This design comes from an exercise in tuning for small area and a short achievable clock period on the open sky130 flow, not from production work.
In this exercise RTL edits were held to simulation tests only and were not proved equivalent to the original.

## xenon
Design fpfma, start of the top module:
module fpfma (
    input  wire        clk,
    input  wire [2:0]  op,
    input  wire [31:0] a,
    input  wire [31:0] b,
    input  wire [31:0] c,
    output reg  [31:0] result,
    output reg  [4:0]  flags
);
    wire is_add = ~op[2] & ~op[1];           
    wire is_sub = is_add & op[0];
    wire is_mul = ~op[2] & op[1] & ~op[0];
    wire is_nms = op[2];
    wire        sx = a[31] ^ is_nms;
    wire [7:0]  ex = a[30:23];
    wire [22:0] fx = a[22:0];
    wire        sy = is_add ? 1'b0 : b[31];
    wire [7:0]  ey = is_add ? 8'd126 : b[30:23];
    wire [22:0] fy = b[22:0];
    wire [31:0] zsel = is_add ? {b[31] ^ is_sub, b[30:0]} : c;
    wire        sz = zsel[31] | is_mul;
    wire [7:0]  ez = is_mul ? 8'd0 : zsel[30:23];
    wire [22:0] fz = is_mul ? 23'd0 : zsel[22:0];
    wire x_zero = (ex == 8'd0);
    wire y_zero = (ey == 8'd0);
    wire z_zero = (ez == 8'd0);
    wire x_emax = (ex == 8'hFF);
    wire y_emax = (ey == 8'hFF);
    wire z_emax = (ez == 8'hFF);
    wire x_fnz  = (fx != 23'd0);
    wire y_fnz  = (fy != 23'd0);
    wire z_fnz  = (fz != 23'd0);
    wire x_inf  = x_emax & ~x_fnz;
    wire y_inf  = y_emax & ~y_fnz;
    wire z_inf  = z_emax & ~z_fnz;
    wire any_nan  = (x_emax & x_fnz) | (y_emax & y_fnz) | (z_emax & z_fnz);
    wire any_snan = (x_emax & x_fnz & ~fx[22]) | (y_emax & y_fnz & ~fy[22])
                  | (z_emax & z_fnz & ~fz[22]);
    wire sp     = sx ^ sy;
    wire sub    = sp ^ sz;
    wire p_zero = x_zero | y_zero;
    wire [23:0] mx = {1'b1, fx};
    wire [23:0] my = {1'b1, b[22:0]};    
    wire [23:0] mz = {1'b1, fz};
  wire hs1 = a[23] ^ ~b[23];
  wire hc2 = a[23] & ~b[23];
  wire fs3 = a[24] ^ ~b[24] ^ 1'b1;
  wire fc4 = (a[24] & ~b[24]) | (1'b1 & (a[24] ^ ~b[24]));
  wire hs5 = a[25] ^ ~b[25];
  wire hc6 = a[25] & ~b[25];
  wire fs7 = a[26] ^ ~b[26] ^ 1'b1;
  wire fc8 = (a[26] & ~b[26]) | (1'b1 & (a[26] ^ ~b[26]));
  wire fs9 = a[27] ^ ~b[27] ^ 1'b1;
  wire fc10 = (a[27] & ~b[27]) | (1'b1 & (a[27] ^ ~b[27]));
  wire hs11 = a[28] ^ ~b[28];
  wire hc12 = a[28] & ~b[28];
  wire hs13 = a[29] ^ ~b[29];
  ...
export LEC_CHECK = 0
export ABC_AREA = 1
export CAP_MARGIN = 20
export CORE_MARGIN = 2
export CORE_UTILIZATION = 60
export SLEW_MARGIN = 20
create_clock -name core_clock -period 26.0 [get_ports {clk}]
standard.sh (not shown) runs the stock make flow with config.mk's settings and CLKGATE_MAP_FILE= SYNTH_SCRIPT=/design/flow/synth_recipe.tcl, a recipe that flattens the netlist after the stock synthesis.
==> flow/flow/run.sh <==
#!/bin/bash
# The standard layout (the standard.sh: its synthesis, floorplan, power
# grid and constraints unchanged) with two changes to how it optimises:
#  - repair_timing is asked to keep a larger setup margin, so that it sizes
#    up the datapath beyond what the 26 ns clock asks for;
#  - every input and output port still gets its own buffer, but a buf_4
#    instead of the delay buffer buffer_ports picks by default.
# The whole make output goes to standard_flow.log.
set -o pipefail
bash standard.sh "BUFFER_PORTS_ARGS=-buffer_cell sky130_fd_sc_hd__buf_4" SETUP_SLACK_MARGIN=9 finish > standard_flow.log 2>&1
Here is what was changed in the inputs of willow compared with xenon.
-- flow/config.mk --
<<< xenon, line 10
export CORE_MARGIN = 2
export CORE_UTILIZATION = 60
export SLEW_MARGIN = 20
>>> willow, line 10
export CORE_MARGIN = 2
export CORE_UTILIZATION = 55
export SLEW_MARGIN = 20
- willow completed; timing, DRC and antenna clean
- Sort willow and xenon by met2 demand-to-capacity share in global routing asc -> top: willow
- willow vs xenon on vias after detailed routing: willow is the lower one.
- On post-route cell area, xenon loses to willow.
- Utilization xenon -> willow: down
## Diff of input files: cedar against willow
-- flow/config.mk --
<<< willow, line 10
export CORE_MARGIN = 2
export CORE_UTILIZATION = 55
export SLEW_MARGIN = 20
>>> cedar, line 10
export CORE_MARGIN = 2
export CORE_UTILIZATION = 65
export SLEW_MARGIN = 20
### Flow results
Number of logic inverters in the finished layout (cedar vs. willow) increases slightly
Looking at final period utilization, cedar sits 0.30 points higher than willow does.
Die area ends up lower on cedar.
cedar against willow: non-clock buffering overhead in the final layout held steady, routed length on met2 now smaller, setup slack decreased 0.078 ns, critical path depth +7.
Each of the runs, namely cedar and willow, reached the end of the flow and came out clean.
For cell area, willow and cedar come out practically identical.
Here is what was changed in the inputs of garnet compared with cedar.
-- flow/flow/run.sh --
<<< cedar, line 9
set -o pipefail
bash standard.sh "BUFFER_PORTS_ARGS=-buffer_cell sky130_fd_sc_hd__buf_4" SETUP_SLACK_MARGIN=9 finish > standard_flow.log 2>&1
>>> garnet, line 9
set -o pipefail
bash standard.sh "BUFFER_PORTS_ARGS=-buffer_cell sky130_fd_sc_hd__buf_2" SETUP_SLACK_MARGIN=9 finish > standard_flow.log 2>&1
-- flow/config.mk --
<<< cedar, line 10
export CORE_MARGIN = 2
export CORE_UTILIZATION = 65
export SLEW_MARGIN = 20
>>> garnet, line 10
export CORE_MARGIN = 2
export CORE_UTILIZATION = 55
export SLEW_MARGIN = 20
==> notes.md <==
Post-route minimum period came out lower on garnet than on cedar. Diode insertion count for antenna repair for garnet is higher than for cedar. garnet: worst slew slack as a fraction of its limit 6.6 points above cedar. Between garnet and cedar, it is garnet whose layout cell share with drive strength beyond 1 is higher, by 0.55 points. No stage failed in garnet, and the final checks on the layout all came back clean.
Input-level comparison between fjord and garnet:
-- flow/flow/run.sh --
<<< garnet, line 9
set -o pipefail
bash standard.sh "BUFFER_PORTS_ARGS=-buffer_cell sky130_fd_sc_hd__buf_2" SETUP_SLACK_MARGIN=9 finish > standard_flow.log 2>&1
>>> fjord, line 9
set -o pipefail
bash standard.sh "BUFFER_PORTS_ARGS=-buffer_cell sky130_fd_sc_hd__buf_4" SETUP_SLACK_MARGIN=8.5 finish > standard_flow.log 2>&1
-- flow/config.mk --
<<< garnet, line 10
export CORE_MARGIN = 2
export CORE_UTILIZATION = 55
export SLEW_MARGIN = 20
>>> fjord, line 10
export CORE_MARGIN = 2
export CORE_UTILIZATION = 60
export SLEW_MARGIN = 20
## What came out
- Total wirelength of the detailed-routed design: fjord better than garnet
- Delta (fjord minus garnet): minimum clock period now larger, largest driver fanout on the critical path saw an increase, final area dropped 190 µm².
Input changes introduced in umber (baseline for comparison: fjord):
-- flow/flow/run.sh --
<<< fjord, line 9
set -o pipefail
bash standard.sh "BUFFER_PORTS_ARGS=-buffer_cell sky130_fd_sc_hd__buf_4" SETUP_SLACK_MARGIN=8.5 finish > standard_flow.log 2>&1
>>> umber, line 9
set -o pipefail
bash standard.sh "BUFFER_PORTS_ARGS=-buffer_cell sky130_fd_sc_hd__buf_4" SETUP_SLACK_MARGIN=9 finish > standard_flow.log 2>&1
-- flow/config.mk --
<<< fjord, line 10
export CORE_MARGIN = 2
export CORE_UTILIZATION = 60
export SLEW_MARGIN = 20
>>> umber, line 10
export CORE_MARGIN = 2
export CORE_UTILIZATION = 50
export SLEW_MARGIN = 20
Results
Against fjord, total number of nets in the final design in umber rose slightly. In the flow results for fjord and umber, the instance count on the critical path is smaller on umber. Sum of routed wire segments on met1 (higher): umber. Synthesis-to-layout area growth was lower in the run labelled fjord. The sequential portion of the cell area on fjord is in line with that on umber. The run showing the smaller final estimated routing congestion in global placement is umber. Between fjord and umber, area of combinational cells with multiple inputs is lower for fjord, umber comes in above that.

-- port drivers added, routing unchanged --
The results above use ideal ports. As a check the final layouts listed here were re-extracted and re-timed, cells and wires unchanged.
Step 1, drivers: a clkbuf_16 drives clk and a buf_2 each remaining input, both assumed.
Step 2 moves the port delays by t, midway between the first and last clock arrival at a register: inputs arrive t later, outputs are due t later. That takes back most of the time a late clock gives input paths.
Three values: no drivers, after step 1, after step 2; two values: the first two.
run | t (ns) | slack for setup (ns) | worst slew at a driven data input, ns | pins driven straight from the clock port
xenon | 0.307 | 9.391 / 9.395 / 9.088 | 0.07 | 1
willow | 0.306 | 9.436 / 9.438 / 9.132 | 0.09 | 1
cedar | 0.309 | 9.358 / 9.368 / 9.058 | 0.06 | 1
garnet | 0.309 | 9.420 / 9.430 / 9.121 | 0.07 | 1
fjord | 0.306 | 9.117 / 9.104 / 8.797 | 0.06 | 1
umber | 0.304 | 9.272 / 9.278 / 8.974 | 0.07 | 1
After both steps every run listed still meets setup and hold. The setup slack of fjord, which loses most, moves by -0.013 ns with the drivers and by -0.320 ns with both steps.
